Background: an optimization exercise with open tools, aiming at small area. Do not read the settings as production practice. In this exercise RTL edits were held to simulation tests only and were not proved equivalent to the original. Power figures rest on the tool's default switching activity, not on a simulated workload.

==> flow/design.v <==
module mon_decim (
    input  wire        clk,
    input  wire        rst,         
    input  wire        en,
    input  wire [1:0]  order,       
    input  wire [12:0] decim,       
    input  wire [4:0]  shift_cic,   
    input  wire [4:0]  dc_k,        
    input  wire        dc_en,
    input  wire        freeze,
    input  wire        hi_en,
    input  wire        lo_en,
    input  wire [3:0]  trip_cnt,    
    input  wire [23:0] thr_hi,
    input  wire [23:0] thr_lo,
    input  wire        clr_hi,
    input  wire        clr_lo,
    input  wire        in_valid,
    input  wire [23:0] in_data,     
    output reg         out_valid,
    output reg  [23:0] out_value,
    output reg         out_clip,
    output reg         trip_hi,
    output reg         trip_lo
);
    localparam W = 84;
    reg  signed [W-1:0] integ [0:4];
    reg  [23:0]  x_hold;
    reg  [4:0]   istep;       
    reg  [4:0]   iend;        
    wire signed [W-1:0] x_ext = {{(W-24){x_hold[23]}}, x_hold};
    wire [2:0]  nstages = {1'b0, order} + 3'd3;
    wire [12:0] r_last  = decim - 13'd1;
    reg  [12:0] phase;           
    integer i;
    always @(posedge clk) begin
        if (rst || !en) begin
            for (i = 0; i < 5; i = i + 1) integ[i] <= {W{1'b0}};
            x_hold <= 24'd0;
            istep  <= 5'd0;
            iend   <= 5'd0;
            phase  <= 13'd0;
        end else begin
            istep <= {istep[3:0], in_valid};
            iend  <= {iend[3:0], in_valid && (phase == r_last)};
            if (in_valid) begin
                x_hold <= in_data;
                phase  <= (phase == r_last) ? 13'd0 : phase + 13'd1;
            end
            if (istep[0]) integ[0] <= integ[0] + x_ext;
            for (i = 1; i < 5; i = i + 1)
                if (istep[i]) integ[i] <= integ[i] + integ[i-1];
        end
    end
    reg signed [W-1:0] integ_out;
    always @(*) begin
        case (nstages)
            3'd3:    integ_out = integ[2];
            3'd4:    integ_out = integ[3];
            default: integ_out = integ[4];
        endcase
    end
    reg  signed [W-1:0] cdel [0:4];     
    reg  signed [W-1:0] cval [0:4];     
    reg  [5:0]          cstep;          
    wire signed [W-1:0] cin [0:4];
    assign cin[0] = integ_out;
    assign cin[1] = cval[0];
    assign cin[2] = cval[1];
    assign cin[3] = cval[2];
    assign cin[4] = cval[3];
    always @(posedge clk) begin
        if (rst || !en) begin
            for (i = 0; i < 5; i = i + 1) begin
                cdel[i] <= {W{1'b0}};
                cval[i] <= {W{1'b0}};
            end
            cstep <= 6'd0;
        end else begin
            cstep <= {cstep[4:0], iend[4]};
            for (i = 0; i < 5; i = i + 1)
                if (cstep[i] && i < nstages) begin
                    cval[i] <= cin[i] - cdel[i];
                    cdel[i] <= cin[i];
                end
        end
    end
    reg signed [W-1:0] cic_out;
    always @(*) begin
        case (nstages)
            3'd3:    cic_out = cval[2];
            3'd4:    cic_out = cval[3];
            default: cic_out = cval[4];
        endcase
    end
    wire cic_vld = cstep[5];
    wire signed [W:0] cic_wide = {cic_out[W-1], cic_out};
    wire signed [W:0] rnd      = (shift_cic == 5'd0) ? {(W+1){1'b0}}
                                 : ({{W{1'b0}}, 1'b1} << (shift_cic - 5'd1));
    wire signed [W:0] shifted  = (cic_wide + rnd) >>> shift_cic;
    wire sh_pos_ovf = !shifted[W] && (shifted[W-1:23] != {(W-23){1'b0}});
    wire sh_neg_ovf =  shifted[W] && (shifted[W-1:23] != {(W-23){1'b1}});
    wire [23:0] sh_sat = sh_pos_ovf ? 24'h7FFFFF :
                         sh_neg_ovf ? 24'h800000 : shifted[23:0];
    reg  [23:0] xs;
    reg         xs_clip;
    reg         xs_vld;
    always @(posedge clk) begin
        if (rst || !en) begin
            xs      <= 24'd0;
            xs_clip <= 1'b0;
            xs_vld  <= 1'b0;
        end else begin
            xs_vld <= cic_vld;
            if (cic_vld) begin
                xs      <= sh_sat;
                xs_clip <= sh_pos_ovf | sh_neg_ovf;
            end
        end
    end
    reg  signed [43:0] mean;
    wire signed [43:0] x_fix   = {xs, 20'd0};
    wire signed [44:0] m_diff  = {x_fix[43], x_fix} - {mean[43], mean};
    wire signed [44:0] m_step  = m_diff >>> dc_k;
    wire signed [43:0] m_next  = mean + m_step[43:0];    
    wire signed [24:0] y_diff  = {xs[23], xs} - {mean[43], mean[43:20]};
    wire dc_pos_ovf = (y_diff[24:23] == 2'b01);
    wire dc_neg_ovf = (y_diff[24:23] == 2'b10);
    wire [23:0] y_dc = dc_pos_ovf ? 24'h7FFFFF :
                       dc_neg_ovf ? 24'h800000 : y_diff[23:0];
    wire [23:0] y      = dc_en ? y_dc : xs;
    wire        y_clip = xs_clip | (dc_en & (dc_pos_ovf | dc_neg_ovf));
    always @(posedge clk) begin
        if (rst || !en || !dc_en)
            mean <= 44'd0;
        else if (xs_vld && !freeze)
            mean <= m_next;
    end
    wire above = hi_en && ($signed(y) > $signed(thr_hi));
    wire below = lo_en && ($signed(y) < $signed(thr_lo));
    reg  [3:0] run_hi, run_lo;
    wire [3:0] run_hi_next = above ? ((run_hi == 4'd15) ? 4'd15 : run_hi + 4'd1) : 4'd0;
    wire [3:0] run_lo_next = below ? ((run_lo == 4'd15) ? 4'd15 : run_lo + 4'd1) : 4'd0;
    always @(posedge clk) begin
        if (rst) begin
            run_hi  <= 4'd0;
            run_lo  <= 4'd0;
            trip_hi <= 1'b0;
            trip_lo <= 1'b0;
        end else begin
            if (clr_hi) begin
                trip_hi <= 1'b0;
                run_hi  <= 4'd0;
            end
            if (clr_lo) begin
                trip_lo <= 1'b0;
                run_lo  <= 4'd0;
            end
            if (!en) begin
                run_hi <= 4'd0;
                run_lo <= 4'd0;
            end else if (xs_vld) begin
                run_hi <= run_hi_next;
                run_lo <= run_lo_next;
                if (run_hi_next >= trip_cnt && above) trip_hi <= 1'b1;
                if (run_lo_next >= trip_cnt && below) trip_lo <= 1'b1;
            end
        end
    end
    always @(posedge clk) begin
        if (rst || !en) begin
            out_valid <= 1'b0;
            out_value <= 24'd0;
            out_clip  <= 1'b0;
        end else begin
            out_valid <= xs_vld;
            if (xs_vld) begin
                out_value <= y;
                out_clip  <= y_clip;
            end
        end
    end
endmodule
==> flow/run.sh <==
#!/bin/bash
# synth_recipe.tcl (not shown) runs the flow's synth.tcl, then flattens the netlist and writes it again
# the make line also repeats each setting of config.mk as NAME=value (left out here)
make -C /OpenROAD-flow-scripts/flow DESIGN_CONFIG=/design/flow/config.mk WORK_HOME=/design/flow/orfs CLKGATE_MAP_FILE= SYNTH_SCRIPT=/design/flow/synth_recipe.tcl finish
==> flow/config.mk <==
export PLATFORM = sky130hd
export DESIGN_NAME = mon_decim
export DESIGN_NICKNAME = mon_decim
export VERILOG_FILES = /design/flow/design.v
export SDC_FILE = /design/flow/constraint.sdc
export NUM_CORES = 4
export LEC_CHECK = 0
export CAP_MARGIN = 20
export CORE_MARGIN = 2
export CORE_UTILIZATION = 40
export SLEW_MARGIN = 20
==> flow/constraint.sdc <==
create_clock -name core_clock -period 12.5 [get_ports {clk}]
set_input_delay 2.5000 -clock core_clock [delete_from_list [all_inputs] [get_ports {clk}]]
set_output_delay 2.5000 -clock core_clock [all_outputs]
set_load 0.01 [all_outputs]
==> summary.txt <==
==> per-layer routing <==
metal  routed length [microns]  up-vias  global-route usage (%)
met2                    147000     2093                    35.4
met3                     13500      481                    2.18
li1                          -    54890                       -
met5                        25        -                       0
met1                    162000    48768                    30.4
met4                      9190        4                    6.05
==> final cells by class <==
cell class                 instances  area (sq um)
antenna                            1          2.50
clock buffer                     261          5290
clock inverter                    56           721
fill                           29731        162000
inverter                         742          2790
multi-input combinational      12685         81700
sequential                      1419         28400
tap                             3781          4730
timing repair buffer             261          2340
==> path summary, 6_finish.rpt <==
| path | slack, ns | to | cells past startpoint | from |
|---|---|---|---|---|
| max | 2.26 | xs[20]$_SDFFE_PP0P_ | 25 | order[0] |
| min reg2reg | 0.43 | iend[4]$_SDFF_PP0_ | 1 | iend[3]$_SDFF_PP0_ |
| min | 0.43 | iend[4]$_SDFF_PP0_ | 1 | iend[3]$_SDFF_PP0_ |
| max reg2reg | 3.38 | mean[42]$_SDFFE_PP0P_ | 35 | mean[1]$_SDFFE_PP0P_ |
==> state kept, by name (all words and copies together), names as in the netlist <==
name       flops
run_lo         4
out_valid      1
xs_clip        1
istep          5
run_hi         4
cstep          6
iend           5
cval         420
cdel         420
out_value     24
phase         13
out_clip       1
x_hold        24
xs            24
mean          44
xs_vld         1
integ        420
trip_hi        1
trip_lo        1
==> cell families (layout without fill, tap and decap cells) <==
| kind of cell | count (synthesis) | in the layout | share of synthesized area [%] |
|---|---|---|---|
| AO/OA/AOI/OAI | 4781 | 4781 | 25.9 |
| XOR/XNOR | 903 | 903 | 6.83 |
| adder cells (fa/ha/maj) | 1011 | 1011 | 11.0 |
| buffers and inverters | 1527 | 1320 | 5.04 |
| flip-flops | 1419 | 1419 | 24.5 |
| multiplexers | 658 | 658 | 6.04 |
| other | 1 | 2 | 0.00324 |
| AND/OR/NAND/NOR | 5331 | 5331 | 20.6 |
==> through the flow <==
stage	instance area [sq um]	instances	total power (uW)	hold WS [ns]	util, %
after floorplan	116000	15631	5030	0.406	-
after CTS	126000	19205	10600	0.426	43.8
after global routing	126000	19206	10800	0.453	43.8
after global placement	120000	18888	5220	0.412	41.7
final	126000	19206	10400	0.425	43.8
after detailed placement	120000	18888	5220	0.413	41.7
==> synthesized netlist by cell type (167+ instances only) <==
library cell     n
clkbuf_1       646
a21o_1         719
o21ai_0        667
nor2_1        1278
ha_1           997
nor3_1         209
dfxtp_1       1419
a21oi_1       1959
xor2_1         318
nand3_1        298
xnor2_1        585
inv_1          738
nand2b_1       176
mux2i_1        578
nand2_1       2433
nand4_1        167
==> worst max-delay path: cells and delay by family <==
kind            cells  cell delay [ns]
compound gates      7             2.63
fa+ha+maj           2             0.64
buf+inv             3             1.31
mux                 2             0.76
simple gates       11             3.05
==> power by group <==
| part | switching (uW) | leakage, uW | internal [uW] |
|---|---|---|---|
| combinational | 404 | 0.0380 | 193 |
| clock | 2140 | 0.00297 | 3180 |
| sequential | 5.42 | 0.0114 | 4530 |
| total | 2550 | 0.0524 | 7900 |
==> results by group <==
Detailed routing
  • Pre-Repair DR Iteration Count: 6
  • Via count: about 110k
  • DR WL/cell: between 15 and 20 microns
  • Via/cell ratio: around 5.5
  • Final WL: 332 mm
  • DRC: 0
  • Post-route antenna net violation count: 0
  • Iter 0 DRT Violations: 7,050

GRT
  • Vias in the first global route: 98,873
  • Global-route wire length before repair: 537 mm
  • GRT Residual Overflow: 0
  • All-layer global routing usage: 21.8%
  • Antenna violations before repair: 5
  • Largest net degree at the start of global routing: 184

Clocking
  • Cts repair resizes: 0
  • Root Driver: clkbuf_16
  • Clock Latency Late Sink: 0.89 ns
  • CTS sink cnt: 1,419
  • Max H-tree Level: 4
  • Clock buffer count from CTS: 177
  • Post CTS Setup Buffer Count: 0
  • Clk slew on worst S/H paths: 0.06 ns
  • CTS tree: built
  • Clock Path Buffers: 4
  • CTS hold repair buffers: 0

Timing
  • RSZ-0062 raised after global routing: false
  • Final worst path period need: 10.24 ns
  • Setup ws final: 2.26 ns
  • Fin crit share: 81.9%
  • Final Max Tran Viols: 0
  • Final TNS setup: 0 ns
  • Hold Fails Final Rpt: 0
  • Fmax: 0.0977 GHz
  • Final setup fails: 0
  • Worst-Margin Slew: 1.21 ns
  • Rel. slew slack: 17.5%
  • Final clock skew: 0.0635 ns

Synthesis
  • Synthesized Nets: 16,752
  • Primary FF master, synth: dfxtp_1
  • Number of synthesized flops with an enable pin: 0
  • Synthesized area: between 100,000 and 150,000 sq um
  • Post-synth top area cell: dfxtp_1
  • Synth top area share: around 25%
  • FFs w/ async S/R, synth: 0%
  • YS warnings: 4
  • Synth cell types: 104
  • Mean Syn Cell Area: 7.41 sq um
  • Post-synthesis sequential area ratio: roughly a quarter
  • Synthesized netlist cell count: approximately 16,000
  • Synth area leaders: dfxtp_1 25%, ha_1 11%, a21oi_1 8.5%
  • Yosys reg bits: around 1,400

Floorplanning
  • Row count: 197
  • Core area: 288,000 sq um
  • Die width: 542 microns
  • Ports: around 140
  • Height of the die: 542 microns
  • Starting Density: 40.2%
  • Die area: 294,000 sq um

Layout
  • Share of cells above drive strength 1: around 4.3%
  • Final nets: 16,407
  • Syn-to-layout area delta: 8.82%
  • Most frequent cells in the layout: 2,429 x nand2_1, 1,958 x a21oi_1, 1,412 x dfxtp_1
  • Commonest non-fill, non-tap cell in the layout: nand2_1

Worst setup path
  • Setup crit start kind: primary input
  • Critical path class: primary input to flip-flop
  • Arrival @ worst endpoint: 10.98 ns
  • CP max stage delay: 0.65 ns
  • Critical Path Most Common Cell: nand2_1
  • Cell at the slowest stage of the critical path: a31oi_1
  • Crit-path max FO: 41
  • Setup crit end kind: flip-flop
  • WP data required: between 10 and 15 ns

Place
  • Port Buffers: 138
  • Placer Congestion: 0.936
  • Pre-CTS WS: between 1 and 1.5 ns
  • DP Wirelength: around 250 mm

Power and ir drop
  • Pwr/cell area: 82.9 nW/um^2
  • Leak: 0.0524 uW
  • Worst VDD drop: 0.0000932 V

Worst hold path
  • Worst Hold Class: flip-flop to flip-flop

Run
  • Max Cap Viol: 0

Outcome
  • Status: finished clean

==> what the ideal ports hide <==
The flow's constraints put no driver on any port. The routed layout listed below was extracted and timed again, unchanged, in two steps.
Step 1 assumes that a clkbuf_16 drives the clock port and a buf_2 every other input.
Step 2 times the ports against the registers' clock, not the clock port: input delays grow and output delays shrink by t, the midpoint of the rising clock arrivals with the driver on.
a / b / c = ideal ports / drivers / drivers and shift; a / b = the first two.
t, ns: 0.959
slack for setup (ns): 2.260 / 2.252 / 1.293
slew at the worst register clock pin (ns): 0.07 / 0.07
worst data-port slew with drivers (ns): 0.10
After both steps this run still meets setup and hold. For this run, drivers alone change the setup slack by -0.008 ns; drivers and shift together by -0.967 ns.
